This design comes from an exercise in tuning for small area, a short achievable clock period and few clock cycles per item on the open sky130 flow, not from production work. Function was checked by simulation only, so behaviour that the tests miss may differ from the original. Power is estimated from default activity; no workload was simulated.

$ cat design.v
module thoken_dec (
    input  wire        clk,
    input  wire        rst,
    input  wire        start_valid,
    output wire        start_ready,
    input  wire [1:0]  start_bpp,      
    input  wire [15:0] start_bytes,    
    input  wire        in_valid,
    output reg         in_ready,
    input  wire [7:0]  in_data,
    output reg         px_valid,
    output reg  [3:0]  px_data,
    output reg         done,
    output reg         ok
);
    localparam S_IDLE  = 2'd0,
               S_DEC   = 2'd1,
               S_FIN   = 2'd2,
               S_DRAIN = 2'd3;
    localparam M_ROW = 2'd0,       
               M_LIT = 2'd1,       
               M_RUN = 2'd2;       
    reg [1:0]  state;
    reg [1:0]  mode;
    reg        b1, b2, b4;         
    reg [15:0] nleft;              
    reg        more;               
    reg [7:0]  ib;                 
    reg        ibv;
    reg [31:0] w;                  
    reg [6:0]  wcnt;               
    reg [8:0]  rem;                
    reg [7:0]  ydec;               
    reg        row0;               
    reg        rxr;                
    reg        bad;
    reg        errq;               
    reg        pv;
    reg        pc;                 
    reg        pfill;
    reg [3:0]  pval;
    reg        pxr;
    reg [3:0]  pz;
    reg        nv;
    reg [3:0]  nval;
    reg        nxr;
    reg [8:0]  nlen;
    reg        n1;                 
    reg        cv;
    reg [3:0]  cval;
    reg        cxr;
    reg [8:0]  ccnt;               
    reg        clast;              
    reg [255:0] d0, d1, d2, d3;
    reg [7:0]  lag;                
    reg        started;
    reg        sync;               
    integer k;
    assign start_ready = (state == S_IDLE);
    wire take = in_valid && in_ready;
    wire [3:0] up    = {d3[255], d2[255], d1[255], d0[255]};
    wire       emit  = cv && sync;
    wire [3:0] px    = cxr ? (cval ^ up) : cval;
    wire       cfree = !cv || (emit && clast);
    wire       nfree = !nv || cfree;
    wire       ppart = pv && !pc;
    wire       pmove = pv && pc && nfree;      
    wire       pfree = !pv || pmove;
    wire [31:0] st;                
    genvar gi;
    generate for (gi = 0; gi < 32; gi = gi + 1) begin : g_st
        assign st[gi] = w[31 - gi];
    end endgenerate
    wire is_row = (mode == M_ROW);
    wire is_lit = (mode == M_LIT);
    wire is_run = (mode == M_RUN);
    wire c_fill = is_row && !st[0];             
    wire c_rlit = is_row && st[0] && st[1];     
    wire c_rrun = is_row && st[0] && !st[1];    
    wire c_p1   = is_run && !ppart;             
    wire c_p2   = is_run && ppart;              
    wire zapp   = c_rrun || c_p1;
    function [3:0] fld;
        input [6:0] s;             
        input       f1, f2;
        begin
            if (f1)      fld = {3'd0, s[0]};
            else if (f2) fld = {2'd0, s[0], s[1]};
            else         fld = {s[0], s[1], s[2], s[3]};
        end
    endfunction
    wire [3:0] v0 = fld(st[6:0], b1, b2);
    wire [3:0] v2 = fld(st[8:2], b1, b2);
    wire [3:0] v3 = fld(st[9:3], b1, b2);
    wire [3:0] dval = c_rrun ? v3 : c_rlit ? v2 : v0;
    wire [8:0] seg = is_row ? (b1 ? st[12:4] : b2 ? st[13:5] : st[15:7])
                            : (b1 ? st[9:1]  : b2 ? st[10:2] : st[12:4]);
    reg  [8:0] zh;                 
    reg  [3:0] z;
    always @(*) begin
        zh = 9'd0;
        z  = 4'd0;
        for (k = 8; k >= 0; k = k - 1)
            if (seg[k]) begin
                zh = 9'd1 << k;
                z  = k;
            end
    end
    wire znone = (seg == 9'd0);
    reg [4:0] pre;
    always @(*) begin
        if (c_fill)      pre = 5'd2;
        else if (c_rlit) pre = b1 ? 5'd3 : b2 ? 5'd4 : 5'd6;
        else if (c_rrun) pre = seg[0] ? (b1 ? 5'd5 : b2 ? 5'd6 : 5'd8)
                                      : (b1 ? 5'd4 : b2 ? 5'd5 : 5'd7);
        else if (is_lit) pre = b1 ? 5'd1 : b2 ? 5'd2 : 5'd4;
        else if (c_p1)   pre = seg[0] ? (b1 ? 5'd2 : b2 ? 5'd3 : 5'd5)
                                      : (b1 ? 5'd1 : b2 ? 5'd2 : 5'd4);
        else             pre = {pz, 1'b1};
    end
    wire bits_ok = (!more && !ibv) ||
                   (is_row ? (wcnt >= 7'd16) :
                    is_lit ? (wcnt >= 7'd4)  :
                    ppart  ? (wcnt >= 7'd17) : (wcnt >= 7'd13));
    reg  [8:0]  plen;
    always @(*) begin
        case (pz)
            4'd1:    plen = {6'd0, w[31:29]};
            4'd2:    plen = {4'd0, w[31:27]};
            4'd3:    plen = {2'd0, w[31:25]};
            4'd4:    plen = w[31:23];
            4'd5:    plen = w[29:21];
            4'd6:    plen = w[27:19];
            4'd7:    plen = w[25:17];
            4'd8:    plen = w[23:15];
            default: plen = 9'd1;
        endcase
    end
    wire complete = c_fill || c_rlit || is_lit || (zapp && seg[0]) || c_p2;
    wire to_p     = zapp && !seg[0] && !znone;
    wire dec      = (state == S_DEC) && bits_ok && (c_p2 ? nfree : pfree);
    wire err_z   = zapp && znone;
    wire err_len = c_p2 && (plen > rem);
    wire row_end = c_fill || (c_p2 ? (plen == rem) : (rem == 9'd1));
    wire last_row_end = complete && row_end && (ydec == 8'd255);
    wire       merge = (state == S_DEC) && ibv && !wcnt[6] && (wcnt[5:0] <= 6'd24);
    wire [6:0] wadd  = wcnt + (merge ? 7'd8 : 7'd0);
    wire [6:0] wleft = wadd - {2'd0, pre};
    wire       ovq   = wcnt[6] && (state == S_DEC || state == S_FIN);
    wire       err   = err_z || err_len;
    wire [31:0] wm  = w | (merge ? ({ib, 24'd0} >> wcnt[4:0]) : 32'd0);
    reg  [31:0] wz;
    always @(*) begin
        wz = dec ? 32'd0 : wm;
        for (k = 1; k < 18; k = k + 1)
            if (dec && pre == k) wz = wz | (wm << k);
    end
    wire drain_done = !more && (bad || (!cv && !nv && !pv)) && !errq && !ovq;
    reg [1:0] state_n;
    always @(*) begin
        state_n = state;
        case (state)
            S_IDLE:  if (start_valid) state_n = S_DEC;
            S_DEC:   if (dec && last_row_end) state_n = S_FIN;
            S_FIN:   state_n = S_DRAIN;
            S_DRAIN: if (drain_done) state_n = S_IDLE;
        endcase
        if (errq || ovq) state_n = S_DRAIN;
    end
    wire more_n = (state == S_IDLE) ? 1'b1 : take ? (nleft != 16'd1) : more;
    wire room_n = (state == S_IDLE) || (!wadd[6] && wadd[5:0] <= 6'd24);
    wire ibv_n = (state == S_DEC) && (take || (ibv && !merge));
    wire in_ready_n = more_n && (((state_n == S_DEC) && (!ibv_n || room_n)) || (state_n == S_DRAIN));
    wire [7:0] lag_n = (started && !emit) ? lag + 8'd1 : lag;
    always @(posedge clk) begin
        d0 <= {d0[254:0], emit ? px[0] : d0[255]};
        d1 <= {d1[254:0], emit ? px[1] : d1[255]};
        d2 <= {d2[254:0], emit ? px[2] : d2[255]};
        d3 <= {d3[254:0], emit ? px[3] : d3[255]};
    end
    always @(posedge clk) begin
        begin
            state    <= state_n;
            in_ready <= in_ready_n;
            px_valid <= emit;
            px_data  <= px;
            done     <= 1'b0;
            lag     <= lag_n;
            sync    <= (started || emit) ? (lag_n == 8'd0) : ((nv && pv) || state != S_DEC);
            if (emit) started <= 1'b1;
            if (take) begin
                nleft <= nleft - 16'd1;
                more  <= (nleft != 16'd1);
            end
            ibv <= ibv_n;
            w    <= (state == S_IDLE) ? 32'd0 : wz;
            wcnt <= (state == S_IDLE) ? 7'd0  : dec ? wleft : wadd;
            if (take)
                ib <= {in_data[0], in_data[1], in_data[2], in_data[3],
                       in_data[4], in_data[5], in_data[6], in_data[7]};
            if (cfree) begin
                cv    <= nv;
                cval  <= nval;
                cxr   <= nxr;
                ccnt  <= nlen;
                clast <= n1;
                nv    <= 1'b0;
            end else if (emit) begin
                ccnt  <= ccnt - 9'd1;
                clast <= (ccnt == 9'd2);
            end
            if (pmove) begin
                nv    <= 1'b1;
                nval  <= pval;
                nxr   <= pxr;
                nlen  <= pfill ? 9'd256 : 9'd1;
                n1    <= !pfill;
                pv    <= 1'b0;
            end
            errq <= dec && err;
            case (state)
                S_IDLE: if (start_valid) begin
                    b1      <= (start_bpp == 2'd0);
                    b2      <= (start_bpp == 2'd1);
                    b4      <= (start_bpp == 2'd2);
                    nleft   <= start_bytes;
                    more    <= 1'b1;
                    mode    <= M_ROW;
                    rem     <= 9'd256;
                    ydec    <= 8'd0;
                    row0    <= 1'b1;
                    bad     <= 1'b0;
                    lag     <= 8'd0;
                    sync    <= 1'b0;
                    started <= 1'b0;
                end
                S_DEC: begin
                    if (dec) begin
                        if (c_p2) begin
                            nv   <= 1'b1;
                            nval <= pval;
                            nxr  <= pxr;
                            nlen <= plen;
                            n1   <= 1'b0;
                            pv   <= 1'b0;
                        end else if (complete || to_p) begin
                            pv    <= 1'b1;
                            pc    <= complete;
                            pfill <= c_fill;
                            pval  <= tval;
                            pxr   <= txr;
                            pz    <= z;
                        end
                        if (c_rrun) rxr <= st[2] && !row0;
                        if (complete && row_end) begin
                            mode <= M_ROW;
                            rem  <= 9'd256;
                            ydec <= ydec + 8'd1;
                            row0 <= 1'b0;
                        end else begin
                            if (c_rlit) mode <= M_LIT;
                            if (c_rrun) mode <= M_RUN;
                            if (complete) rem <= rem - (c_p2 ? plen : 9'd1);
                        end
                    end
                end
                S_FIN: begin
                    if (more || ibv || wcnt >= 7'd8 || w != 32'd0) bad <= 1'b1;
                end
                S_DRAIN: if (drain_done) begin
                    done  <= 1'b1;
                    ok    <= !bad;
                    cv    <= 1'b0;
                    nv    <= 1'b0;
                    pv    <= 1'b0;
                end
            endcase
            if (errq || ovq) begin
                bad <= 1'b1;
                pv  <= 1'b0;
                nv  <= 1'b0;
                cv  <= 1'b0;
            end
        end
        if (rst) begin
            state    <= S_IDLE;
            in_ready <= 1'b0;
            px_valid <= 1'b0;
            done     <= 1'b0;
            more     <= 1'b0;
            ibv      <= 1'b0;
            pv       <= 1'b0;
            errq     <= 1'b0;
            nv       <= 1'b0;
            cv       <= 1'b0;
        end
    end
    wire [3:0] tval = c_fill ? 4'd0 : dval;
    wire       txr  = c_fill ? (st[1] && !row0) :
                      c_rrun ? (st[2] && !row0) :
                      c_p1   ? rxr : 1'b0;
endmodule
$ cat run.sh
#!/bin/bash
# synth_recipe.tcl (not shown) runs the flow's synth.tcl, then flattens the netlist and writes it again
# the make line also repeats each setting of config.mk as NAME=value (left out here)
make -C /OpenROAD-flow-scripts/flow DESIGN_CONFIG=/design/flow/config.mk WORK_HOME=/design/flow/orfs CLKGATE_MAP_FILE= SYNTH_SCRIPT=/design/flow/synth_recipe.tcl finish
$ cat config.mk
export PLATFORM = sky130hd
export DESIGN_NAME = thoken_dec
export DESIGN_NICKNAME = thoken_dec
export VERILOG_FILES = /design/flow/design.v
export SDC_FILE = /design/flow/constraint.sdc
export NUM_CORES = 4
export LEC_CHECK = 0
export CAP_MARGIN = 20
export CORE_MARGIN = 2
export CORE_UTILIZATION = 55
export CTS_CLUSTER_DIAMETER = 60
export CTS_CLUSTER_SIZE = 30
export SETUP_SLACK_MARGIN = 3.9
export SLEW_MARGIN = 20
$ cat constraint.sdc
create_clock -name core_clock -period 7.0 [get_ports {clk}]
set_input_delay 1.4000 -clock core_clock [delete_from_list [all_inputs] [get_ports {clk}]]
set_output_delay 1.4000 -clock core_clock [all_outputs]
set_load 0.01 [all_outputs]
==> results of run 1 <==
==> routing by layer <==
layer | global-route usage (%) | vias to the layer above | wire, um
li1 | - | 8651 | -
met1 | 31.56 | 8780 | 30630
met2 | 32.99 | 744 | 28400
met3 | 4.693 | 208 | 4945
met4 | 10.48 | 0 | 3102
met5 | 0 | - | 0
==> per-stage QoR <==
step | cell area [um^2] | total power, mW | hold slack [ns] | cells
2_1_floorplan | 32310 | 8.976 | 0.3096 | 2471
6_report | 36240 | 13.66 | 0.3187 | 3341
4_1_cts | 35930 | 13.58 | 0.3193 | 3326
3_3_place_gp | 33230 | 9.509 | 0.3098 | 3186
5_1_grt | 36240 | 14.22 | 0.3166 | 3341
3_5_place_dp | 33270 | 9.552 | 0.3121 | 3187
==> worst paths after layout <==
path                                end   start  cells past startpoint  slack [ns]
worst min register to register   d0[51]  d0[50]                      0        0.32
worst min-delay path             d0[51]  d0[50]                      0        0.32
worst max register to register  ydec[4]   pz[1]                     19        3.53
worst max-delay path            ydec[4]   pz[1]                     19        3.53
==> critical path, delay by kind of cell (launching register included) <==
| family | cells | cell delay (ns) |
|---|---|---|
| AO/OA/AOI/OAI | 3 | 0.36 |
| adder cells (fa/ha/maj) | 1 | 0.26 |
| buffers and inverters | 7 | 0.92 |
| flip-flops | 1 | 0.50 |
| AND/OR/NAND/NOR | 8 | 1.13 |
==> sequential cells by signal (all words and copies together), names as in the netlist, 16 cells and up <==
name,flops
nleft,16
d2,256
d0,256
d1,256
w,32
d3,256
==> cell type report <==
cell class	count	area share (%)
clock buffer	62	3.984
clock inverter	17	0.9217
inverter	58	0.6352
multi-input combinational	1129	21.64
sequential	1178	66.76
tap	765	2.641
timing repair buffer	131	3.411
timing repair inverter	1	0.01381
==> layout by cell type, fill, tap and decap left out, types with 11 or more instances in the layout <==
cell type / instances
sky130_fd_sc_hd__a211oi_1: 19
sky130_fd_sc_hd__a21o_1: 12
sky130_fd_sc_hd__a21oi_1: 73
sky130_fd_sc_hd__a31oi_1: 21
sky130_fd_sc_hd__buf_4: 73
sky130_fd_sc_hd__buf_6: 12
sky130_fd_sc_hd__clkbuf_16: 56
sky130_fd_sc_hd__clkdlybuf4s50_1: 37
sky130_fd_sc_hd__dfxtp_1: 1104
sky130_fd_sc_hd__dfxtp_2: 11
sky130_fd_sc_hd__edfxtp_1: 58
sky130_fd_sc_hd__ha_1: 30
sky130_fd_sc_hd__inv_1: 52
sky130_fd_sc_hd__mux2_2: 32
sky130_fd_sc_hd__mux2i_1: 21
sky130_fd_sc_hd__nand2_1: 135
sky130_fd_sc_hd__nand2b_1: 16
sky130_fd_sc_hd__nand3_1: 37
sky130_fd_sc_hd__nor2_1: 154
sky130_fd_sc_hd__nor2b_1: 19
sky130_fd_sc_hd__nor3_1: 38
sky130_fd_sc_hd__nor4_1: 32
sky130_fd_sc_hd__o21ai_0: 65
sky130_fd_sc_hd__o21ai_1: 11
sky130_fd_sc_hd__o22ai_1: 107
sky130_fd_sc_hd__xnor2_1: 27
sky130_fd_sc_hd__xor2_1: 17
==> power by group through the flow <==
stage               combinational (mW)  sequential [mW]  clock (mW)
floorplan                         1.68             7.29           0
global placement                  2.03             7.48           0
detailed placement                2.06             7.49           0
CTS                               2.51             7.29        3.78
global route                      2.86             7.34        4.01
finish                            2.68             7.30        3.67
==> kinds of logic (layout without fill, tap and decap cells) <==
family          Yosys count  in the layout  synth area share [%]
compound gates          445            445                 9.154
xor+xnor                 44             44                 1.197
flops                  1178           1178                 75.06
fa+ha+maj                36             36                 1.446
buf+inv                 166            269                 2.270
simple gates            536            538                 8.298
mux                      66             66                 2.573
==> timing repair <==
item	CTS	global route
gates resized for setup	91	58
cloned	5	1
setup buffers	55	14
endpoints found under the setup margin	86	74
pin swaps	18	19
==> impl_metrics.tcl, run 1 <==
set metrics [dict create \
    floorplan.die_area_um2 60480 \
    total_via_count_in_the_routed_design 18383 \
    globalplace.congestion 0.9453 \
    achievable_frequency_mhz 288.3 \
    fin_worst_skew_ns 0.05509 \
    critical-path-max-stage-delay_ns 0.50 \
    detail_route.first_pass.iterations 9 \
    cts-hold-fix-buffers 0 \
    rsz0062_at_grt "true" \
    syn_inst 2471 \
    min_period_ns 3.469 \
    fin_crit_sh_pct 49.55 \
    ff_latch_area_um2 24200 \
    ys_seq_elements 1178 \
    areaGrowthSynthToFinish_pct 12.59 \
    first_iter_violations 1428 \
    cp.required_ns 7.33 \
    max_slew_violation_count 0 \
    holdCritPathClass "reg2reg" \
    final_core_util_pct 62.70 \
    crit_path_cell_trace "buf_6 -> buf_6 -> buf_6 -> nand3_1 -> nand2_1 -> nand3b_1 -> o221ai_2 -> inv_1 -> buf_4 -> buf_4 -> ha_1 -> nand4_1 -> or3_4 -> nand2_1 -> a21oi_2 -> nor2_2 -> nand2_1 -> a21oi_4 -> buf_12" \
    fraction_of_final_layout_cells_with_drive_strength_greater_than_1_pct 13.86 \
    cts-buffers-inserted 56 \
    setup.worst_path.end_class "register" \
    fillers 4319 \
    synth_seq_area_share_pct 75.06 \
    detail_route.vias_per_cell 5.502 \
    grt.overflow.total 0 \
    rows 88 \
    die-height_um 245.9 \
    synth_top_area_share_pct 69.65 \
    port_buffers 38 \
    area_occupied_by_multi_input_gates_um2 7843 \
    power.ir.vdd_worst_mv 0.3048 \
    synth-main-ff-cell "sky130_fd_sc_hd__dfxtp_1" \
    finalSetupViolations 0 \
    clock_latency_ns 0.65 \
    antenna_violations_before_repair 0 \
    drv_cap 0 \
    ctsHtreeMaxLevel 2 \
    clock_tree.buffer_depth 3 \
    routedWlPerCell_um 20.08 \
    netlist.top_cell.by_area "sky130_fd_sc_hd__dfxtp_1" \
    dpl.hpwl_um 39140 \
    total_leakage_power_nw 13.69 \
    intPower_mw 9.664 \
    hold_viol 0 \
    timing.critical_path.fanout_max 13 \
    syn-num-nets 2537 \
    grt_pass1_wl_um 105900 \
    effective_utilization_at_floorplan_pct 55.69 \
    cp-start-kind "register" \
    setup_ws_ns 3.531 \
    pwr-share-comb_pct 19.6 \
    total_grt_usage_pct 22.37 \
    powerDensity_nw_per_um2 376.7 \
    numnets_final 2621 \
    ctsRootBufferMaster "sky130_fd_sc_hd__clkbuf_16" \
    criticalPathCategory "reg2reg" \
    tritoncts "built" \
    synth_async_sr_flop_share_pct 0 \
    synthDistinctLibCells 101 \
    yosys_warnings 1 \
    run_status "no timing/DRC/antenna violations" \
    number_of_global_route_vias_before_repair 18433 \
    num_io_pins 39 \
    antenna-diode-count 0 \
    switching_share_pct 29.23 \
    clock_share_of_power_pct 26.9 \
    netlist_top_cells_area "sky130_fd_sc_hd__dfxtp_1 70%, sky130_fd_sc_hd__edfxtp_1 5.4%, sky130_fd_sc_hd__o22ai_1 2.1%" \
    synth.most_common_cell "sky130_fd_sc_hd__dfxtp_1" \
    floorplan.die.width_um 245.9 \
    seqPwrFrac_pct 53.5 \
    post-route-drc-count 0 \
    maxSlewHeadroom_pct 36.53 \
    switching_power_mw 3.991 \
    worstMarginPinSlew_ns 0.9521 \
    grt_max_degree 51 \
    place_worst_setup_slack_ns 2.744 \
    drt.antenna.violating_nets 0 \
    cp_slowest_cell "sky130_fd_sc_hd__edfxtp_1" \
    avgSynthCellArea_um2 13.03 \
    clock_slew_at_reported_path_ffs_ns 0.10 \
    number_of_enable_type_register_cells_in_the_synthesized_netlist 58 \
    cts.sinks 1178 \
    routed_wirelength_um 67080 \
    setup_total_neg_slack_ns 0 \
    synth_top_cells_by_count "1120 x sky130_fd_sc_hd__dfxtp_1, 158 x sky130_fd_sc_hd__nor2_1, 137 x sky130_fd_sc_hd__nand2_1, 107 x sky130_fd_sc_hd__o22ai_1, 84 x sky130_fd_sc_hd__a21oi_1" \
    arrival_ns 3.80 \
    core_um2 57810 \
    synthesized_area_um2 32190 \
]
Testbench counts, summed over its fixed seeds: cycles 1,179,834, items 1,179,648.
==> inputs of run 2 (changes only) <==
--- a/config.mk
+++ b/config.mk
@@ -9,6 +9,6 @@
 export CORE_MARGIN = 2
-export CORE_UTILIZATION = 55
+export CORE_UTILIZATION = 48
 export CTS_CLUSTER_DIAMETER = 60
 export CTS_CLUSTER_SIZE = 30
-export SETUP_SLACK_MARGIN = 3.9
+export SETUP_SLACK_MARGIN = 3.75
 export SLEW_MARGIN = 20
==> run 2 against run 1 <==
- still clean on timing, DRC and antenna
- combinational power increased by 3%
- routed wire length decreased by 0.17%
- sequential power about the same
- count of clock-buffer cells in the layout unchanged
- cell count increased by 3.0%
==> impl_metrics.tcl, run 2 <==
set metrics [dict create \
    holdCritPathClass "reg2reg" \
    total_grt_usage_pct 19.02 \
    avgSynthCellArea_um2 13.03 \
    cp-start-kind "register" \
    effective_utilization_at_floorplan_pct 48.70 \
    port_buffers 38 \
    finalSetupViolations 0 \
    detail_route.first_pass.iterations 6 \
    run_status "no timing/DRC/antenna violations" \
    synth_async_sr_flop_share_pct 0 \
    maxSlewHeadroom_pct 26.04 \
    min_period_ns 3.342 \
    hold_path_depth 0 \
    drt.antenna.violating_nets 0 \
    number_of_global_route_vias_before_repair 18254 \
    antenna_violations_before_repair 1 \
    grt_pass1_wl_um 104400 \
    detail_route.vias_per_cell 5.318 \
    powerDensity_nw_per_um2 378.6 \
    synth_top_area_share_pct 69.65 \
    fraction_of_final_layout_cells_with_drive_strength_greater_than_1_pct 13.81 \
    worstMarginPinSlew_ns 1.102 \
    synth.most_common_cell "sky130_fd_sc_hd__dfxtp_1" \
    synth_top_cells_by_count "1120 x sky130_fd_sc_hd__dfxtp_1, 158 x sky130_fd_sc_hd__nor2_1, 137 x sky130_fd_sc_hd__nand2_1, 107 x sky130_fd_sc_hd__o22ai_1, 84 x sky130_fd_sc_hd__a21oi_1" \
    routed_wirelength_um 66970 \
    ctsRootBufferMaster "sky130_fd_sc_hd__clkbuf_16" \
    grt.overflow.total 0 \
    setup.worst_path.end_class "register" \
    drv_cap 0 \
    die-height_um 263.0 \
    areaGrowthSynthToFinish_pct 13.20 \
    fin_worst_skew_ns 0.05839 \
    clock_slew_at_reported_path_ffs_ns 0.10 \
    hold_viol 0 \
    synthDistinctLibCells 101 \
    layout_commonest_cell "sky130_fd_sc_hd__dfxtp_1" \
    core_um2 66100 \
    crit_path_cell_trace "buf_6 -> buf_4 -> mux4_2 -> a22oi_1 -> o21ai_2 -> ha_1 -> nand2_1 -> or3_4 -> nand2_4 -> a21oi_4 -> nor2_4 -> nand2_2 -> a21oi_4 -> buf_6 -> buf_12" \
    netlist.top_cell.by_area "sky130_fd_sc_hd__dfxtp_1" \
    fin_crit_sh_pct 47.74 \
    setup_total_neg_slack_ns 0 \
    netlist_top_cells_area "sky130_fd_sc_hd__dfxtp_1 70%, sky130_fd_sc_hd__edfxtp_1 5.4%, sky130_fd_sc_hd__o22ai_1 2.1%" \
    numnets_final 2614 \
    worst_setup_path_startpoint "pz[1]" \
    cts.sinks 1178 \
    floorplan.die.width_um 263.0 \
    setup_ws_ns 3.658 \
    total_leakage_power_nw 13.70 \
    critical-path-max-stage-delay_ns 0.48 \
    synthesized_area_um2 32190 \
    dpl.hpwl_um 40280 \
    num_io_pins 39 \
    syn_inst 2471 \
    worst_r2r_startpoint "pz[1]" \
    number_of_enable_type_register_cells_in_the_synthesized_netlist 58 \
    total_via_count_in_the_routed_design 18306 \
    timing.critical_path.fanout_max 6 \
    cts-buffers-inserted 57 \
    cp_slowest_cell "sky130_fd_sc_hd__mux4_2" \
    ctsHtreeMaxLevel 2 \
    tritoncts "built" \
    globalplace.congestion 0.8982 \
    power.ir.vdd_worst_mv 0.2273 \
    max_slew_violation_count 0 \
    floorplan.die_area_um2 69150 \
    design_power_total_mw 13.79 \
    achievable_frequency_mhz 299.3 \
    synth-main-ff-cell "sky130_fd_sc_hd__dfxtp_1" \
    yosys_warnings 1 \
    timing.hold.worst.start "d3[47]" \
    cts-hold-fix-buffers 0 \
    grt_max_degree 39 \
    cp.required_ns 7.34 \
    rows 94 \
    post-route-drc-count 0 \
    syn-num-nets 2537 \
    synth_seq_area_share_pct 75.06 \
    cell_area_after_layout_um2 36440 \
    worst_r2r_path_depth 15 \
    most-common-layout-cells "1105 x sky130_fd_sc_hd__dfxtp_1, 155 x sky130_fd_sc_hd__nor2_1, 134 x sky130_fd_sc_hd__nand2_1" \
    arrival_ns 3.68 \
    clock_latency_ns 0.66 \
    placement.cell_area_um2 33390 \
    rsz0062_at_grt "true" \
    antenna-diode-count 0 \
    first_iter_violations 1561 \
    ys_seq_elements 1178 \
    place_worst_setup_slack_ns 2.761 \
    criticalPathCategory "reg2reg" \
    clock_tree.buffer_depth 3 \
    routedWlPerCell_um 19.46 \
]
## run 2: cell count changes in the layout (fill, tap and decap cells not counted), sizes merged
cell and delta:
inv +9, clkbuf -1, clkdlybuf4s15 +1, buf -8
bufinv -1, clkinvlp +2
## run 2: cell families after synthesis
logic type	share of synthesized area, %
flops	75.06
simple gates	8.298
compound gates	9.154
buf+inv	2.270
mux	2.573
xor+xnor	1.197
fa+ha+maj	1.446
## run 2: metal layers
metal / part of all wire (%) / wire length, um / global-route usage, %
met1: 48 / 32170 / 27.61
met2: 42 / 27890 / 27.80
met3: 6.0 / 3986 / 3.448
met4: 4.3 / 2912 / 8.371
met5: 0.022 / 15 / 0
## run 2: metrics by stage
step                instances  hold WS, ns  utilization [%]
finish                   3442       0.3200            55.13
global route             3442       0.3177            55.13
CTS                      3429       0.3129            54.67
detailed placement       3291       0.3121            50.51
global placement         3291       0.3096            50.51
floorplan                2471       0.3096                -
## run 2: critical path, delay by kind of cell, from the launching register on
family / cells / cell delay, ns
AOI/OAI and AO/OA: 4 / 0.61
adders and majority gates: 1 / 0.30
buffers and inverters: 4 / 0.51
DFF: 1 / 0.44
muxes: 1 / 0.48
and+or+nand+nor: 5 / 0.73
## run 2: layout make-up
cell class | count | area (um^2)
Timing Repair inverter | 1 | 5.005
Tap cell | 864 | 1081
Clock buffer | 62 | 1508
Inverter | 58 | 232.7
Sequential cell | 1178 | 24190
Multi-Input combinational cell | 1129 | 7836
Timing Repair Buffer | 123 | 1216
Fill cell | 5447 | 29660
Clock inverter | 27 | 365.4
## run 2: worst paths after layout
path	slack (ns)	to
setup reg to reg	3.66	ydec[6]
hold reg to reg	0.32	d3[48]
hold / removal	0.32	d3[48]
setup / recovery	3.66	ydec[6]
## run 2: power breakdown
part | internal (mW) | total [mW] | switching, mW
clock network | 1.64 | 3.76 | 2.12
registers | 7.02 | 7.28 | 0.265
logic | 1.05 | 2.75 | 1.70
## run 2: timing repair
action                                 4_1_cts  5_1_grt
setup endpoints to repair                   74       51
resized for setup                          105       44
buffers inserted                            45       11
pin swaps                                   22       29
gates cloned                                 4        2
endpoints found under the hold margin        0        0
==> inputs of run 3 (changes only) <==
--- a/config.mk
+++ b/config.mk
@@ -12,3 +12,3 @@
 export CTS_CLUSTER_SIZE = 30
-export SETUP_SLACK_MARGIN = 3.75
+export SETUP_SLACK_MARGIN = 3.9
 export SLEW_MARGIN = 20
==> run 3 against run 2 <==
- still clean on timing, DRC and antenna
- clock skew increased by 0.024 ns
- die area unchanged
- synthesized cell count unchanged
- sequential cell count unchanged
- sequential power about the same
- critical path type unchanged
- largest cell class unchanged
==> impl_metrics.tcl, run 3 <==
set metrics [dict create \
    run_status "no timing/DRC/antenna violations" \
    netlist.top_cell.by_area "sky130_fd_sc_hd__dfxtp_1" \
    grt_max_degree 46 \
    avgSynthCellArea_um2 13.03 \
    post-route-drc-count 0 \
    dpl.hpwl_um 39590 \
    floorplan.die.width_um 263.0 \
    layout_commonest_cell "sky130_fd_sc_hd__dfxtp_1" \
    antenna_violations_before_repair 0 \
    worstMarginPinSlew_ns 0.7784 \
    power.ir.vdd_worst_mv 0.2398 \
    port_buffers 38 \
    cp-start-kind "register" \
    design_power_total_mw 13.98 \
    syn_inst 2471 \
    clock_tree.buffer_depth 3 \
    synth_seq_area_share_pct 75.06 \
    clock_latency_ns 0.67 \
    effective_utilization_at_floorplan_pct 48.70 \
    num_io_pins 39 \
    powerDensity_nw_per_um2 378.7 \
    timing.critical_path.fanout_max 5 \
    total_leakage_power_nw 13.94 \
    first_iter_violations 1447 \
    netlist_top_cells_area "sky130_fd_sc_hd__dfxtp_1 70%, sky130_fd_sc_hd__edfxtp_1 5.4%, sky130_fd_sc_hd__o22ai_1 2.1%" \
    yosys_warnings 1 \
    synth-main-ff-cell "sky130_fd_sc_hd__dfxtp_1" \
    detail_route.first_pass.iterations 6 \
    cts.sinks 1178 \
    setup.worst_path.end_class "register" \
    most-common-layout-cells "1102 x sky130_fd_sc_hd__dfxtp_1, 153 x sky130_fd_sc_hd__nor2_1, 133 x sky130_fd_sc_hd__nand2_1" \
    numnets_final 2649 \
    rows 94 \
    drt.antenna.violating_nets 0 \
    areaGrowthSynthToFinish_pct 14.72 \
    synth_top_cells_by_count "1120 x sky130_fd_sc_hd__dfxtp_1, 158 x sky130_fd_sc_hd__nor2_1, 137 x sky130_fd_sc_hd__nand2_1, 107 x sky130_fd_sc_hd__o22ai_1, 84 x sky130_fd_sc_hd__a21oi_1" \
    ctsRootBufferMaster "sky130_fd_sc_hd__clkbuf_16" \
    achievable_frequency_mhz 307.8 \
    arrival_ns 3.58 \
    hold_path_depth 0 \
    routed_wirelength_um 67170 \
    finalSetupViolations 0 \
    min_period_ns 3.249 \
    globalplace.congestion 0.9160 \
    tritoncts "built" \
    ys_seq_elements 1178 \
    number_of_enable_type_register_cells_in_the_synthesized_netlist 58 \
    fraction_of_final_layout_cells_with_drive_strength_greater_than_1_pct 15.81 \
    syn-num-nets 2537 \
    hold_viol 0 \
    cts-buffers-inserted 58 \
    detail_route.vias_per_cell 5.326 \
    grt.overflow.total 0 \
    synthDistinctLibCells 101 \
    floorplan.die_area_um2 69150 \
    holdCritPathClass "reg2reg" \
    fin_crit_sh_pct 46.41 \
    synth_top_area_share_pct 69.65 \
    synth.most_common_cell "sky130_fd_sc_hd__dfxtp_1" \
    number_of_global_route_vias_before_repair 18257 \
    die-height_um 263.0 \
    synthesized_area_um2 32190 \
    drv_cap 0 \
    antenna-diode-count 0 \
    criticalPathCategory "reg2reg" \
    max_slew_violation_count 0 \
    setup_total_neg_slack_ns 0 \
    routedWlPerCell_um 19.32 \
    total_grt_usage_pct 19.18 \
    cp.required_ns 7.33 \
    maxSlewHeadroom_pct 48.10 \
    rsz0062_at_grt "true" \
    synth_async_sr_flop_share_pct 0 \
    ctsHtreeMaxLevel 2 \
    core_um2 66100 \
    grt_pass1_wl_um 105700 \
    worst_r2r_path_depth 15 \
    clock_slew_at_reported_path_ffs_ns 0.10 \
    total_via_count_in_the_routed_design 18513 \
    fin_worst_skew_ns 0.08202 \
]
run 3: changes by cell type in the layout (fill, tap and decap cells not counted), moves of 5 or more:
cell,previous run,this run
sky130_fd_sc_hd__a21oi_1,74,68
sky130_fd_sc_hd__a21oi_2,9,16
sky130_fd_sc_hd__buf_12,6,11
sky130_fd_sc_hd__buf_4,62,95
sky130_fd_sc_hd__buf_6,14,9
sky130_fd_sc_hd__o21ai_0,68,63
run 3: layout make-up:
| type | count | area [um^2] |
|---|---|---|
| Inverter | 58 | 236.5 |
| Tap cell | 864 | 1081 |
| Clock inverter | 22 | 361.6 |
| Timing Repair inverter | 1 | 5.005 |
| Clock buffer | 67 | 1546 |
| Multi-Input combinational cell | 1129 | 7968 |
| Timing Repair Buffer | 157 | 1534 |
| Sequential cell | 1178 | 24200 |
| Fill cell | 5488 | 29170 |
run 3: final timing paths:
kind | from | endpoint | slack, ns
worst min-delay path | d0[23] | d0[24] | 0.32
worst min register to register | d0[23] | d0[24] | 0.32
worst max register to register | pz[3] | ydec[6] | 3.75
worst max-delay path | pz[3] | ydec[6] | 3.75
run 3: worst max-delay path, stage by stage (launching register included):
cell	delay (ns)
sky130_fd_sc_hd__edfxtp_1	0.51
sky130_fd_sc_hd__nor3b_4	0.21
sky130_fd_sc_hd__nor2b_4	0.13
sky130_fd_sc_hd__buf_4	0.15
sky130_fd_sc_hd__buf_4	0.14
sky130_fd_sc_hd__a22o_4	0.24
sky130_fd_sc_hd__ha_1	0.29
sky130_fd_sc_hd__nand3_1	0.09
sky130_fd_sc_hd__or3_4	0.42
sky130_fd_sc_hd__nand2_4	0.07
sky130_fd_sc_hd__a21oi_4	0.08
sky130_fd_sc_hd__nor2_4	0.13
sky130_fd_sc_hd__nand2_2	0.08
sky130_fd_sc_hd__a21oi_4	0.18
sky130_fd_sc_hd__buf_12	0.14
sky130_fd_sc_hd__buf_16	0.10
run 3: stage by stage:
stage | cells | setup slack (ns) | hold slack, ns | util (%) | instance area [um^2]
2_1_floorplan | 2471 | 3.856 | 0.3096 | - | 32310
3_3_place_gp | 3288 | 2.683 | 0.3097 | 50.50 | 33380
3_5_place_dp | 3289 | 2.711 | 0.3121 | 50.56 | 33420
4_1_cts | 3443 | 3.732 | 0.3207 | 55.07 | 36400
5_1_grt | 3476 | 3.624 | 0.3135 | 55.87 | 36930
6_report | 3476 | 3.751 | 0.3187 | 55.87 | 36930
run 3: report_power, final:
group          internal, mW  switching (mW)  leakage (nW)
combinational          1.15            1.75          3.40
sequential             7.02           0.271          9.62
clock                  1.66            2.13         0.913
total                  9.84            4.15          13.9
run 3: repair_timing:
action / in CTS / in global routing
setup buffers: 60 / 32
gates resized for setup: 126 / 56
hold buffers: 0 / 0
setup endpoints to repair: 82 / 76
cloned: 5 / 1
pin swaps: 45 / 37
hold endpoints to repair: 0 / 0
run 3: metal layers:
layer	vias to the layer above	wire [um]	global-route usage [%]
met5	-	0	0
met4	0	3001	8.819
met3	205	4114	3.458
met2	665	28140	28.01
met1	8909	31920	27.70
li1	8734	-	-
run 3: logic make-up (layout without fill, tap and decap cells):
family	count (synthesis)	after routing	synth area share (%)
xor+xnor	44	44	1.197
simple gates	536	538	8.298
buf+inv	166	305	2.270
compound gates	445	445	9.154
mux	66	66	2.573
fa+ha+maj	36	36	1.446
flops	1178	1178	75.06
==> inputs of run 4 (changes only) <==
--- a/config.mk
+++ b/config.mk
@@ -9,3 +9,3 @@
 export CORE_MARGIN = 2
-export CORE_UTILIZATION = 48
+export CORE_UTILIZATION = 42
 export CTS_CLUSTER_DIAMETER = 60
==> run 4 against run 3 <==
- clock power grew 17%
- critical path depth up 3
- final area increased by 2.9%
- clock skew fell by 0.051 ns
- sequential share of layout area is 1.9 points lower
- via count increased by 0.97%
- largest power group unchanged
- highest routed layer unchanged
- non-clock buffer count increased by 31
- hold slack got worse by 0.013 ns
- synthesized area unchanged
- die area rose by 14%
==> impl_metrics.tcl, run 4 <==
set metrics [dict create \
    synth-main-ff-cell "sky130_fd_sc_hd__dfxtp_1" \
    total_via_count_in_the_routed_design 18692 \
    area_occupied_by_multi_input_gates_um2 8139 \
    cp.required_ns 7.38 \
    number_of_enable_type_register_cells_in_the_synthesized_netlist 58 \
    fin_worst_hold_slack_ns 0.3061 \
    switching_power_mw 4.494 \
    design_power_total_mw 14.87 \
    ff_latch_area_um2 24190 \
    grt_pass1_wl_um 108500 \
    rows 101 \
    fin_crit_sh_pct 50.09 \
    antenna_violations_before_repair 0 \
    most-common-layout-cells "1107 x sky130_fd_sc_hd__dfxtp_1, 152 x sky130_fd_sc_hd__nor2_1, 132 x sky130_fd_sc_hd__nand2_1" \
    holdCritPathClass "reg2reg" \
    core_um2 75950 \
    effective_utilization_at_floorplan_pct 42.38 \
    finalSetupViolations 0 \
    routed_wirelength_um 69840 \
    switching_share_pct 30.23 \
    hold_viol 0 \
    total_grt_usage_pct 17.66 \
    criticalPathCategory "reg2reg" \
    numnets_final 2692 \
    drv_cap 0 \
    routedWlPerCell_um 18.88 \
    detail_route.vias_per_cell 5.053 \
    synth_async_sr_flop_share_pct 0 \
    ctsRootBufferMaster "sky130_fd_sc_hd__clkbuf_16" \
    dpl.hpwl_um 41310 \
    cts.sinks 1178 \
    synthesized_area_um2 32190 \
    global_route.usage.met1_pct 24.61 \
    tritoncts "built" \
    synth_top_area_share_pct 69.65 \
    synth_top_cells_by_count "1120 x sky130_fd_sc_hd__dfxtp_1, 158 x sky130_fd_sc_hd__nor2_1, 137 x sky130_fd_sc_hd__nand2_1, 107 x sky130_fd_sc_hd__o22ai_1, 84 x sky130_fd_sc_hd__a21oi_1" \
    fillers 6503 \
    total_leakage_power_nw 14.36 \
    detail_route.first_pass.iterations 6 \
    cp_slowest_cell "sky130_fd_sc_hd__edfxtp_1" \
    drt.antenna.violating_nets 0 \
    timing.critical_path.fanout_max 4 \
    first_iter_violations 1469 \
    antenna-diode-count 0 \
    grt_busiest_layer "met2" \
    arrival_ns 3.88 \
    grt.overflow.total 0 \
    die-height_um 280.9 \
    clock_slew_at_reported_path_ffs_ns 0.10 \
    globalplace.congestion 0.8781 \
    maxSlewHeadroom_pct 41.36 \
    cp-start-kind "register" \
    number_of_global_route_vias_before_repair 18663 \
    setup_ws_ns 3.494 \
    setup_total_neg_slack_ns 0 \
    rsz0062_at_grt "true" \
    netlist.top_cell.by_area "sky130_fd_sc_hd__dfxtp_1" \
    seqPwrFrac_pct 48.9 \
    max_slew_violation_count 0 \
    intPower_mw 10.37 \
    cts-buffers-inserted 68 \
    post-route-drc-count 0 \
    avgSynthCellArea_um2 13.03 \
    clock_tree.buffer_depth 3 \
    fin_worst_skew_ns 0.03053 \
    clock_share_of_power_pct 29.9 \
    ctsHtreeMaxLevel 3 \
    crit_path_cell_trace "buf_6 -> buf_6 -> buf_6 -> a211oi_2 -> a311oi_1 -> o221ai_2 -> inv_1 -> nand2_1 -> ha_2 -> fa_2 -> nor2b_4 -> o21ai_4 -> a21boi_2 -> o21ai_2 -> a21oi_2 -> o21a_1 -> or3_1 -> a21o_1" \
    areaGrowthSynthToFinish_pct 18.10 \
    floorplan.die.width_um 280.9 \
    powerDensity_nw_per_um2 391.0 \
    run_status "no timing/DRC/antenna violations" \
    synth.most_common_cell "sky130_fd_sc_hd__dfxtp_1" \
    floorplan.die_area_um2 78880 \
    cell_area_after_layout_um2 38020 \
    global_route.usage.met2_pct 26.29 \
    post_layout_nonfiller_instances 3699 \
    num_io_pins 39 \
    place_worst_setup_slack_ns 2.699 \
    yosys_warnings 1 \
    syn-num-nets 2537 \
    achievable_frequency_mhz 285.2 \
    grt_max_degree 48 \
    pwr-share-comb_pct 21.2 \
    power.ir.vdd_worst_mv 0.3576 \
    synth_seq_area_share_pct 75.06 \
    layout_commonest_cell "sky130_fd_sc_hd__dfxtp_1" \
    cts-hold-fix-buffers 0 \
    netlist_top_cells_area "sky130_fd_sc_hd__dfxtp_1 70%, sky130_fd_sc_hd__edfxtp_1 5.4%, sky130_fd_sc_hd__o22ai_1 2.1%" \
    syn_inst 2471 \
    number_of_placed_instances_taps_included 3455 \
    cpMostUsedCell "sky130_fd_sc_hd__buf_6" \
    port_buffers 38 \
    min_period_ns 3.506 \
    final_core_util_pct 50.06 \
    worstMarginPinSlew_ns 0.8797 \
    fraction_of_final_layout_cells_with_drive_strength_greater_than_1_pct 18.13 \
    ys_seq_elements 1178 \
    grt_util_met3_pct 3.866 \
    critical-path-max-stage-delay_ns 0.42 \
    setup.worst_path.end_class "register" \
    clock_latency_ns 0.64 \
    synthDistinctLibCells 101 \
    placement.cell_area_um2 33620 \
]
[run 4: kinds of logic after synthesis]
kind of cell    after synthesis  synth area share [%]
compound gates              445                 9.154
xor+xnor                     44                 1.197
fa+ha+maj                    36                 1.446
buf+inv                     166                 2.270
flops                      1178                 75.06
mux                          66                 2.573
simple gates                536                 8.298
[run 4: worst max-delay path: cells and delay by family, from the launching register on]
family	cells	cell delay (ns)
and+or+nand+nor	3	0.50
adders and majority gates	2	0.43
buffers and inverters	4	0.47
AOI/OAI and AO/OA	9	1.44
DFF	1	0.42
[run 4: layout make-up]
cell class	instances	share of cell area [%]
timing repair buffer	188	4.558
timing repair inverter	1	0.01316
multi-input combinational	1131	21.41
clock buffer	75	4.709
sequential	1178	63.62
clock inverter	38	1.675
tap	1030	3.390
inverter	58	0.6220
[run 4: path summary, 6_finish.rpt]
check	start	end	slack, ns	cells after the start
max	pz[1]	rem[8]	3.49	18
min	d2[87]	d2[88]	0.31	0
max reg2reg	pz[1]	rem[8]	3.49	18
min reg2reg	d2[87]	d2[88]	0.31	0
[run 4: layer usage]
metal / wire, um / vias up
met5: 0 / -
met4: 3054 / 0
met3: 4553 / 207
met2: 29730 / 679
li1: - / 8845
met1: 32500 / 8961
[run 4: repair_timing]
action                                  4_1_cts  5_1_grt
resized for setup                           132       69
pin swaps                                    45       34
buffers inserted                            102       23
endpoints found under the setup margin      102       82
gates cloned                                  4        2
[run 4: power by group through the flow]
stage	Sequential, mW	Combinational [mW]	Clock (mW)
2_1_floorplan	7.29	1.68	0
3_3_place_gp	7.45	2.14	0
3_5_place_dp	7.46	2.16	0
4_1_cts	7.26	2.86	4.58
5_1_grt	7.31	3.34	4.85
6_report	7.27	3.15	4.44
==> inputs of run 5 (changes only) <==
--- a/config.mk
+++ b/config.mk
@@ -9,3 +9,3 @@
 export CORE_MARGIN = 2
-export CORE_UTILIZATION = 42
+export CORE_UTILIZATION = 51
 export CTS_CLUSTER_DIAMETER = 60
==> run 5 against run 4 <==
- combinational power barely moved
- register-to-register slack improved by 0.18 ns
- critical path depth down 1
- sequential power is essentially flat
- clock power is 13% lower
- still clean
- synthesized cell count unchanged
- core utilization increased by 9.4 points
- routed wire length is 2.0% lower
- non-clock buffer count is 13 lower
- clock skew increased by 0.021 ns
- synthesized area unchanged
- cell count is 6.0% lower
- highest routed layer unchanged
==> impl_metrics.tcl, run 5 <==
set metrics [dict create \
    synth.area.mux_share_pct 2.573 \
    yosys.area_share.adder_pct 1.446 \
    cts-buffers-inserted 58 \
    synth_simple_gate_area_share_pct 8.298 \
    min_period_ns 3.325 \
    run_status "no timing/DRC/antenna violations" \
    cp.required_ns 7.41 \
    dpl.hpwl_um 40100 \
    worst_r2r_path_depth 17 \
    port_buffers 38 \
    synth_top_cells_by_count "1120 x sky130_fd_sc_hd__dfxtp_1, 158 x sky130_fd_sc_hd__nor2_1, 137 x sky130_fd_sc_hd__nand2_1, 107 x sky130_fd_sc_hd__o22ai_1, 84 x sky130_fd_sc_hd__a21oi_1" \
    hold_viol 0 \
    number_of_placed_instances_taps_included 3271 \
    detail_route.first_pass.iterations 5 \
    synth_top_area_share_pct 69.65 \
    max_slew_violation_count 0 \
    yosys_warnings 1 \
    xor_xnor_portion_of_the_synthesized_cell_area_pct 1.197 \
    setup.worst_path.end_class "register" \
    switching_share_pct 29.89 \
    clock_share_of_power_pct 26.9 \
    synth_async_sr_flop_share_pct 0 \
    floorplan.die_area_um2 65140 \
    tritoncts "built" \
    core_um2 62740 \
    synth-main-ff-cell "sky130_fd_sc_hd__dfxtp_1" \
    synth_seq_area_share_pct 75.06 \
    fin_worst_skew_ns 0.05148 \
    die-height_um 255.2 \
    most-common-layout-cells "1103 x sky130_fd_sc_hd__dfxtp_1, 154 x sky130_fd_sc_hd__nor2_1, 132 x sky130_fd_sc_hd__nand2_1" \
    power.ir.vdd_worst_mv 0.2419 \
    number_of_enable_type_register_cells_in_the_synthesized_netlist 58 \
    hold_path_depth 0 \
    clock_latency_ns 0.66 \
    syn_inst 2471 \
    routedWlPerCell_um 19.68 \
    synthesized_area_um2 32190 \
    criticalPathCategory "reg2reg" \
    synth-compound-area-share_pct 9.153 \
    syn-num-nets 2537 \
    areaGrowthSynthToFinish_pct 15.86 \
    antenna-diode-count 0 \
    crit_path_cell_trace "buf_12 -> buf_6 -> mux2_4 -> a22oi_2 -> o221ai_2 -> inv_2 -> nand2_1 -> ha_2 -> fa_2 -> nor2b_4 -> o21ai_2 -> a21boi_2 -> o21ai_2 -> a21oi_2 -> o21a_1 -> or3_1 -> a21o_1" \
    drt.antenna.violating_nets 0 \
    largest_family_of_logic_cells_by_synthesized_area "compound AO/OA/AOI/OAI gates" \
    fraction_of_final_layout_cells_with_drive_strength_greater_than_1_pct 16.83 \
    synthDistinctLibCells 101 \
    holdCritPathClass "reg2reg" \
    grt.overflow.total 0 \
    ctsHtreeMaxLevel 2 \
    detail_route.vias_per_cell 5.338 \
    grt_pass1_wl_um 104800 \
    globalplace.congestion 0.9301 \
    first_iter_violations 1625 \
    grt_max_degree 44 \
    switching_power_mw 4.274 \
    finalSetupViolations 0 \
    pwr-share-comb_pct 22.2 \
    critical-path-max-stage-delay_ns 0.51 \
    fillers 4929 \
    fin_crit_sh_pct 47.50 \
    number_of_global_route_vias_before_repair 18208 \
    clock_tree.buffer_depth 3 \
    post_layout_nonfiller_instances 3478 \
    layout_commonest_cell "sky130_fd_sc_hd__dfxtp_1" \
    total_via_count_in_the_routed_design 18565 \
    total_grt_usage_pct 20.81 \
    clock_slew_at_reported_path_ffs_ns 0.10 \
    drv_cap 0 \
    netlist.top_cell.by_area "sky130_fd_sc_hd__dfxtp_1" \
    achievable_frequency_mhz 300.8 \
    rows 92 \
    routed_wirelength_um 68440 \
    seqPwrFrac_pct 50.9 \
    cts-hold-fix-buffers 0 \
    worstMarginPinSlew_ns 0.9605 \
    timing.critical_path.fanout_max 5 \
    arrival_ns 3.74 \
    ys_seq_elements 1178 \
    intPower_mw 10.03 \
    cts.sinks 1178 \
    num_io_pins 39 \
    setup_total_neg_slack_ns 0 \
    cp-start-kind "register" \
    floorplan.die.width_um 255.2 \
    effective_utilization_at_floorplan_pct 51.31 \
    rsz0062_at_grt "true" \
    avgSynthCellArea_um2 13.03 \
    cpMostUsedCell "sky130_fd_sc_hd__o21ai_2" \
    synth.most_common_cell "sky130_fd_sc_hd__dfxtp_1" \
    antenna_violations_before_repair 0 \
    post-route-drc-count 0 \
    numnets_final 2668 \
    maxSlewHeadroom_pct 35.97 \
    cp_slowest_cell "sky130_fd_sc_hd__edfxtp_1" \
    powerDensity_nw_per_um2 383.4 \
    netlist_top_cells_area "sky130_fd_sc_hd__dfxtp_1 70%, sky130_fd_sc_hd__edfxtp_1 5.4%, sky130_fd_sc_hd__o22ai_1 2.1%" \
    total_leakage_power_nw 14.08 \
    ctsRootBufferMaster "sky130_fd_sc_hd__clkbuf_16" \
]
-- run 5: area by class of cell --
class / count / area [um^2] / share of cell area [%]
inverters: 58 / 239.0 / 0.6407
well taps: 846 / 1059 / 2.838
repair buffers: 175 / 1730 / 4.640
flip-flops and latches: 1178 / 24200 / 64.88
clock inverters: 24 / 425.4 / 1.141
multi-input cells: 1130 / 8119 / 21.77
clock buffers: 66 / 1523 / 4.083
repair inverters: 1 / 5.005 / 0.01342
-- run 5: routing by layer --
metal / global-route usage, % / wire [um]
met2: 30.68 / 28840
met5: 0 / 0
met4: 9.791 / 3097
met1: 29.86 / 31860
met3: 3.570 / 4646
-- run 5: logic make-up after synthesis --
logic type      count (synthesis)
simple gates                  536
mux                            66
flops                        1178
xor+xnor                       44
fa+ha+maj                      36
compound gates                445
buf+inv                       166
-- run 5: path summary, 6_finish.rpt --
kind	start	end	slack, ns
setup / recovery	pz[1]	rem[8]	3.68
hold / removal	d1[7]	d1[8]	0.31
setup reg to reg	pz[1]	rem[8]	3.68
hold reg to reg	d1[7]	d1[8]	0.31
-- run 5: metrics by stage --
| step | utilization, % | hold slack [ns] | cell area (um^2) | total power, mW | setup slack, ns |
|---|---|---|---|---|---|
| after floorplan | - | 0.3096 | 32310 | 8.976 | 3.856 |
| after global placement | 53.19 | 0.3097 | 33370 | 9.554 | 2.864 |
| after detailed placement | 53.21 | 0.3121 | 33380 | 9.594 | 2.780 |
| after global routing | 59.45 | 0.3156 | 37300 | 14.93 | 3.542 |
| after CTS | 57.96 | 0.3120 | 36360 | 13.91 | 3.685 |
| final | 59.45 | 0.3125 | 37300 | 14.30 | 3.675 |
-- run 5: what timing repair did --
action / in CTS / in global routing
pin swaps: 31 / 39
setup buffers: 63 / 46
gates resized for setup: 117 / 95
setup endpoints to repair: 99 / 74
cloned: 4 / 4
-- run 5: power by group through the flow --
| stage | sequential [mW] | combinational, mW | clock [mW] |
|---|---|---|---|
| final | 7.28 | 3.17 | 3.85 |
| after global routing | 7.32 | 3.38 | 4.23 |
| after CTS | 7.27 | 2.67 | 3.97 |
| after detailed placement | 7.45 | 2.14 | 0 |
| after global placement | 7.44 | 2.11 | 0 |
| after floorplan | 7.29 | 1.68 | 0 |
-- run 5: critical path: cells and delay by family (launching register included) --
family,cells,cell delay [ns]
mux,1,0.19
fa+ha+maj,2,0.41
buf+inv,3,0.38
compound gates,8,1.15
flops,1,0.51
simple gates,3,0.46
==> inputs of run 6 (changes only) <==
--- a/config.mk
+++ b/config.mk
@@ -9,6 +9,6 @@
 export CORE_MARGIN = 2
-export CORE_UTILIZATION = 51
+export CORE_UTILIZATION = 48
 export CTS_CLUSTER_DIAMETER = 60
 export CTS_CLUSTER_SIZE = 30
-export SETUP_SLACK_MARGIN = 3.9
+export SETUP_SLACK_MARGIN = 4.1
 export SLEW_MARGIN = 20
==> run 6 against run 5 <==
- synthesized cell count unchanged
- global-route usage is 1.4 points lower
- non-clock buffer count up 32
- first-iteration DRC count rose by 0.62%
- combinational power rose by 11%
- routed wire length up 2.5%
- largest cell class unchanged
- largest power group unchanged
- cell count up 1.7%
==> impl_metrics.tcl, run 6 <==
set metrics [dict create \
    grt_max_degree 34 \
    fin_worst_skew_ns 0.05581 \
    number_of_global_route_vias_before_repair 18516 \
    ctsHtreeMaxLevel 2 \
    power.ir.vdd_worst_mv 0.2524 \
    total_via_count_in_the_routed_design 19066 \
    synth_async_sr_flop_share_pct 0 \
    finalSetupViolations 0 \
    drt.antenna.violating_nets 0 \
    detail_route.first_pass.iterations 9 \
    fillers 5360 \
    fin_crit_sh_pct 47.41 \
    tritoncts "built" \
    criticalPathCategory "reg2reg" \
    synth-main-ff-cell "sky130_fd_sc_hd__dfxtp_1" \
    grt.overflow.total 0 \
    floorplan.die_area_um2 69150 \
    clock_slew_at_reported_path_ffs_ns 0.10 \
    avgSynthCellArea_um2 13.03 \
    setup.worst_path.end_class "register" \
    drv_cap 0 \
    timing.critical_path.fanout_max 9 \
    numnets_final 2707 \
    port_buffers 38 \
    antenna_violations_before_repair 1 \
    design_power_total_mw 14.65 \
    synth_top_cells_by_count "1120 x sky130_fd_sc_hd__dfxtp_1, 158 x sky130_fd_sc_hd__nor2_1, 137 x sky130_fd_sc_hd__nand2_1, 107 x sky130_fd_sc_hd__o22ai_1, 84 x sky130_fd_sc_hd__a21oi_1" \
    most-common-layout-cells "1102 x sky130_fd_sc_hd__dfxtp_1, 151 x sky130_fd_sc_hd__nor2_1, 132 x sky130_fd_sc_hd__nand2_1" \
    clock_tree.buffer_depth 3 \
    min_period_ns 3.319 \
    floorplan.die.width_um 263.0 \
    cp_slowest_cell "sky130_fd_sc_hd__edfxtp_1" \
    effective_utilization_at_floorplan_pct 48.70 \
    areaGrowthSynthToFinish_pct 18.14 \
    setup_total_neg_slack_ns 0 \
    die-height_um 263.0 \
    worstMarginPinSlew_ns 0.8784 \
    globalplace.congestion 0.9551 \
    rsz0062_at_grt "true" \
    cp-start-kind "register" \
    fraction_of_final_layout_cells_with_drive_strength_greater_than_1_pct 19.27 \
    cp.required_ns 7.44 \
    cell_area_after_layout_um2 38030 \
    ys_seq_elements 1178 \
    total_leakage_power_nw 14.34 \
    cts.sinks 1178 \
    grt_pass1_wl_um 106800 \
    num_io_pins 39 \
    synth_top_area_share_pct 69.65 \
    run_status "no timing/DRC/antenna violations" \
    first_iter_violations 1635 \
    netlist_top_cells_area "sky130_fd_sc_hd__dfxtp_1 70%, sky130_fd_sc_hd__edfxtp_1 5.4%, sky130_fd_sc_hd__o22ai_1 2.1%" \
    ff_latch_area_um2 24200 \
    maxSlewHeadroom_pct 41.43 \
    ctsRootBufferMaster "sky130_fd_sc_hd__clkbuf_16" \
    holdCritPathClass "reg2reg" \
    post-route-drc-count 0 \
    synth_seq_area_share_pct 75.06 \
    layout_commonest_cell "sky130_fd_sc_hd__dfxtp_1" \
    syn-num-nets 2537 \
    rows 94 \
    routed_wirelength_um 70180 \
    arrival_ns 3.76 \
    yosys_warnings 1 \
    achievable_frequency_mhz 301.3 \
    area_occupied_by_multi_input_gates_um2 8462 \
    antenna-diode-count 0 \
    clock_latency_ns 0.67 \
    synthesized_area_um2 32190 \
    critical-path-max-stage-delay_ns 0.44 \
    synthDistinctLibCells 101 \
    hold_viol 0 \
    max_slew_violation_count 0 \
    core_um2 66100 \
    cts-buffers-inserted 59 \
    crit_path_cell_trace "buf_12 -> nor3b_4 -> nor2b_4 -> nor2b_2 -> o221ai_2 -> inv_1 -> nand2_1 -> ha_2 -> fa_2 -> nor2b_4 -> o21ai_2 -> a21boi_2 -> o21ai_1 -> a21oi_1 -> o21a_1 -> o21ai_1 -> a21o_1" \
    powerDensity_nw_per_um2 385.2 \
    placement.cell_area_um2 33450 \
    netlist.top_cell.by_area "sky130_fd_sc_hd__dfxtp_1" \
    number_of_enable_type_register_cells_in_the_synthesized_netlist 58 \
    syn_inst 2471 \
    synth.most_common_cell "sky130_fd_sc_hd__dfxtp_1" \
    detail_route.vias_per_cell 5.392 \
    dpl.hpwl_um 40320 \
    total_grt_usage_pct 19.38 \
    routedWlPerCell_um 19.85 \
]
==> run 6: cell types whose count changed in the layout (fill, tap and decap cells not counted), moves of 6 or more <==
cell,before,now
sky130_fd_sc_hd__buf_4,104,124
sky130_fd_sc_hd__inv_6,0,6
sky130_fd_sc_hd__clkdlybuf4s50_1,37,30
sky130_fd_sc_hd__o22ai_1,107,94
sky130_fd_sc_hd__dlygate4sd2_1,1,7
sky130_fd_sc_hd__o22ai_2,2,12
==> run 6: kinds of logic (layout without fill, tap and decap cells) <==
group,count (synthesis),count (layout),synth area share [%]
multiplexers,66,66,2.573
flip-flops,1178,1178,75.06
XOR/XNOR,44,44,1.197
buffers and inverters,166,358,2.270
AO/OA/AOI/OAI,445,445,9.154
adder cells (fa/ha/maj),36,36,1.446
AND/OR/NAND/NOR,536,545,8.298
==> run 6: path summary, 6_finish.rpt <==
| check | start | endpoint | slack (ns) | cells after the start |
|---|---|---|---|---|
| worst max-delay path | pz[0] | rem[8] | 3.68 | 17 |
| worst min register to register | d2[13] | d2[14] | 0.32 | 0 |
| worst max register to register | pz[0] | rem[8] | 3.68 | 17 |
| worst min-delay path | d2[13] | d2[14] | 0.32 | 0 |
==> run 6: power breakdown <==
group / total [mW] / internal (mW) / switching (mW) / leakage, nW
clock: 3.86 / 1.67 / 2.19 / 0.933
sequential: 7.28 / 7.02 / 0.259 / 9.62
combinational: 3.51 / 1.46 / 2.05 / 3.78
==> run 6: what timing repair did <==
item                       CTS  global route
hold buffers                 0             0
buffers inserted            81            60
setup endpoints to repair  109            92
resized for setup          158           106
pin swaps                   24            65
cloned                       6             9
==> run 6: per-layer routing <==
layer / vias to the layer above / GRT usage (%) / routed length, um
li1: 8886 / - / -
met1: 9129 / 27.48 / 31840
met2: 800 / 29.09 / 29620
met3: 249 / 3.579 / 5420
met4: 2 / 8.402 / 3291
met5: - / 0 / 12
==> run 6: critical path, delay by kind of cell, from the launching register on <==
| kind | cells | cell delay [ns] |
|---|---|---|
| AO/OA/AOI/OAI | 8 | 1.07 |
| adder cells (fa/ha/maj) | 2 | 0.59 |
| buffers and inverters | 2 | 0.28 |
| flip-flops | 1 | 0.44 |
| AND/OR/NAND/NOR | 5 | 0.76 |
==> run 6: per-stage QoR <==
stage	setup slack, ns	std cells	utilization (%)	hold WS (ns)
2_1_floorplan	3.875	2471	-	0.3096
3_3_place_gp	2.692	3287	50.56	0.3096
3_5_place_dp	2.599	3288	50.60	0.3121
4_1_cts	3.709	3467	55.74	0.3162
5_1_grt	3.519	3536	57.54	0.3122
6_report	3.681	3536	57.54	0.3196
==> run 6: final cells by class <==
type,instances,share of cell area [%]
Clock inverter,26,1.148
Timing Repair Buffer,207,5.468
Timing Repair inverter,1,0.01316
Tap cell,864,2.843
Sequential cell,1178,63.64
Multi-Input combinational cell,1136,22.25
Inverter,58,0.6317
Clock buffer,66,4.004
==> inputs of run 7 (changes only) <==
--- a/config.mk
+++ b/config.mk
@@ -9,6 +9,6 @@
 export CORE_MARGIN = 2
-export CORE_UTILIZATION = 48
-export CTS_CLUSTER_DIAMETER = 60
-export CTS_CLUSTER_SIZE = 30
-export SETUP_SLACK_MARGIN = 4.1
+export CORE_UTILIZATION = 55
+export CTS_CLUSTER_DIAMETER = 70
+export CTS_CLUSTER_SIZE = 36
+export SETUP_SLACK_MARGIN = 3.9
 export SLEW_MARGIN = 20
==> run 7 against run 6 <==
- critical path type unchanged
- critical endpoint is now ydec[5]
- routed wire length fell by 4.4%
- highest routed layer unchanged
- sequential share of layout area is 3.0 points higher
- global-route usage up 2.9 points
- largest power group unchanged
- maximum frequency fell by 0.96%
- non-clock buffer count down 54
==> impl_metrics.tcl, run 7 <==
set metrics [dict create \
    number_of_global_route_vias_before_repair 18259 \
    route.met2.wl_um 28390 \
    drt.antenna.violating_nets 0 \
    cp-start-kind "register" \
    routed_wirelength_um 67090 \
    fin_worst_skew_ns 0.05328 \
    globalplace.congestion 0.9453 \
    arrival_ns 3.68 \
    die-height_um 245.9 \
    total_grt_usage_pct 22.32 \
    syn-num-nets 2537 \
    ff2ff_setup_slack_ns 3.65 \
    num_io_pins 39 \
    power.ir.vdd_worst_mv 0.3107 \
    drv_cap 0 \
    synth_async_sr_flop_share_pct 0 \
    timing.critical_path.fanout_max 9 \
    cp.required_ns 7.33 \
    worst_r2r_startpoint "pz[1]" \
    cts.sinks 1178 \
    powerDensity_nw_per_um2 372.3 \
    synth_top_area_share_pct 69.65 \
    clock_slew_at_reported_path_ffs_ns 0.11 \
    max_slew_violation_count 0 \
    detail_route.vias_per_cell 5.496 \
    finalSetupViolations 0 \
    switching_share_pct 29.76 \
    detail_route.first_pass.iterations 5 \
    highest_layer_used_for_signal_routing "met5" \
    numnets_final 2635 \
    total_leakage_power_nw 13.73 \
    avgSynthCellArea_um2 13.03 \
    worstMarginPinSlew_ns 0.7918 \
    min_period_ns 3.351 \
    routedWlPerCell_um 20.01 \
    worst_r2r_path_depth 14 \
    synth-main-ff-cell "sky130_fd_sc_hd__dfxtp_1" \
    ys_seq_elements 1178 \
    fin_crit_sh_pct 47.87 \
    first_iter_violations 1487 \
    clock_share_of_power_pct 25.4 \
    hold_path_depth 0 \
    synthDistinctLibCells 101 \
    post-route-drc-count 0 \
    run_status "no timing/DRC/antenna violations" \
    fin_worst_hold_slack_ns 0.3156 \
    rows 88 \
    met3_length_um 5426 \
    hold_path_end "d3[66]" \
    netlist.top_cell.by_area "sky130_fd_sc_hd__dfxtp_1" \
    timing.hold.worst.start "d3[65]" \
    tritoncts "built" \
    antenna_violations_before_repair 1 \
    setup.worst_path.end_class "register" \
    syn_inst 2471 \
    total_via_count_in_the_routed_design 18428 \
    fraction_of_final_layout_cells_with_drive_strength_greater_than_1_pct 14.57 \
    synth.most_common_cell "sky130_fd_sc_hd__dfxtp_1" \
    r2r_end "ydec[5]" \
    ctsHtreeMaxLevel 2 \
    seqPwrFrac_pct 54.0 \
    floorplan.die.width_um 245.9 \
    ctsRootBufferMaster "sky130_fd_sc_hd__clkbuf_16" \
    areaGrowthSynthToFinish_pct 12.89 \
    floorplan.die_area_um2 60480 \
    number_of_enable_type_register_cells_in_the_synthesized_netlist 58 \
    grt_pass1_wl_um 105300 \
    layout_commonest_cell "sky130_fd_sc_hd__dfxtp_1" \
    grt_max_degree 51 \
    dpl.hpwl_um 39140 \
    intPower_mw 9.502 \
    clock_tree.buffer_depth 3 \
    hold_viol 0 \
    achievable_frequency_mhz 298.5 \
    clock_latency_ns 0.65 \
    fillers 4306 \
    switching_power_mw 4.027 \
    port_buffers 38 \
    netlist_top_cells_area "sky130_fd_sc_hd__dfxtp_1 70%, sky130_fd_sc_hd__edfxtp_1 5.4%, sky130_fd_sc_hd__o22ai_1 2.1%" \
    synth_top_cells_by_count "1120 x sky130_fd_sc_hd__dfxtp_1, 158 x sky130_fd_sc_hd__nor2_1, 137 x sky130_fd_sc_hd__nand2_1, 107 x sky130_fd_sc_hd__o22ai_1, 84 x sky130_fd_sc_hd__a21oi_1" \
    antenna-diode-count 0 \
    cts-buffers-inserted 48 \
    core_um2 57810 \
    holdCritPathClass "reg2reg" \
    criticalPathCategory "reg2reg" \
    rsz0062_at_grt "true" \
    setup_total_neg_slack_ns 0 \
    wirelength_met1_um 30280 \
    effective_utilization_at_floorplan_pct 55.69 \
    grt.overflow.total 0 \
    cts-hold-fix-buffers 0 \
    most-common-layout-cells "1104 x sky130_fd_sc_hd__dfxtp_1, 153 x sky130_fd_sc_hd__nor2_1, 136 x sky130_fd_sc_hd__nand2_1" \
    yosys_warnings 1 \
    synthesized_area_um2 32190 \
    pwr-share-comb_pct 20.6 \
    synth_seq_area_share_pct 75.06 \
    maxSlewHeadroom_pct 47.21 \
]
-- run 7: worst max-delay path by stage --
stage               depth (start not counted)  endpoint  slack (ns)  start
finish                                     14   ydec[5]        3.65  pz[1]
global route                               14   ydec[7]        3.52  pz[1]
CTS                                        18    rem[7]        3.67  pz[1]
detailed placement                         16    rem[7]        2.74  pz[1]
global placement                           16    rem[7]        2.84  pz[1]
floorplan                                  17    rem[8]        3.86  pz[2]
-- run 7: logic make-up after synthesis --
kind of cell | count (synthesis) | share of synthesized area, %
multiplexers | 66 | 2.573
XOR/XNOR | 44 | 1.197
AO/OA/AOI/OAI | 445 | 9.154
buffers and inverters | 166 | 2.270
flip-flops | 1178 | 75.06
AND/OR/NAND/NOR | 536 | 8.298
adder cells (fa/ha/maj) | 36 | 1.446
-- run 7: cell type report --
type                            count  area (um^2)  area share (%)
Clock buffer                       49         1226           3.374
Clock inverter                     20        325.3          0.8952
Inverter                           58        230.2          0.6335
Multi-Input combinational cell   1129         7956           21.89
Sequential cell                  1178        24200           66.60
Tap cell                          765        957.2           2.634
Timing Repair Buffer              153         1439           3.960
Timing Repair inverter              1        5.005         0.01377
-- run 7: worst max-delay path, cell delays in order (launching register included) --
cell,delay (ns)
sky130_fd_sc_hd__edfxtp_1,0.47
sky130_fd_sc_hd__buf_6,0.14
sky130_fd_sc_hd__mux2_2,0.35
sky130_fd_sc_hd__a221oi_4,0.28
sky130_fd_sc_hd__o32ai_4,0.16
sky130_fd_sc_hd__buf_6,0.16
sky130_fd_sc_hd__ha_1,0.28
sky130_fd_sc_hd__nand4_1,0.11
sky130_fd_sc_hd__or3_1,0.35
sky130_fd_sc_hd__nand2_1,0.10
sky130_fd_sc_hd__a21oi_2,0.09
sky130_fd_sc_hd__nor2_2,0.14
sky130_fd_sc_hd__nand2_1,0.11
sky130_fd_sc_hd__a21oi_4,0.19
sky130_fd_sc_hd__buf_12,0.14
-- run 7: power groups by stage --
stage | sequential [mW] | combinational, mW | clock, mW
floorplan | 7.29 | 1.68 | 0
global route | 7.34 | 2.98 | 3.76
CTS | 7.30 | 2.55 | 3.53
detailed placement | 7.49 | 2.06 | 0
global placement | 7.48 | 2.03 | 0
finish | 7.31 | 2.79 | 3.43
-- run 7: routing by layer --
layer / GRT usage [%] / vias up
li1: - / 8681
met1: 31.65 / 8741
met2: 33.26 / 779
met3: 4.736 / 225
met4: 9.323 / 2
met5: 0 / -
-- run 7: timing repair --
action	4_1_cts	5_1_grt
pin swaps	22	17
buffers inserted	64	27
setup endpoints to repair	88	66
endpoints found under the hold margin	0	0
cloned	6	0
resized for setup	110	53
-- run 7: per-stage QoR --
stage	cell area, um^2	util, %	cells	power (mW)	worst slack [ns]
CTS	35850	62.01	3326	13.38	3.671
floorplan	32310	-	2471	8.976	3.856
global route	36340	62.87	3353	14.08	3.515
global placement	33230	57.49	3186	9.509	2.838
finish	36340	62.87	3353	13.53	3.649
detailed placement	33270	57.55	3187	9.552	2.744

Re-timed with assumed drivers on the ports (clkbuf_16 on the clock, buf_2 on other inputs), run 7 has 3.649 ns of setup slack against 3.649 ns with ideal ports, and 3.649 ns once port delays also move by the mid clock arrival of 0.683 ns.
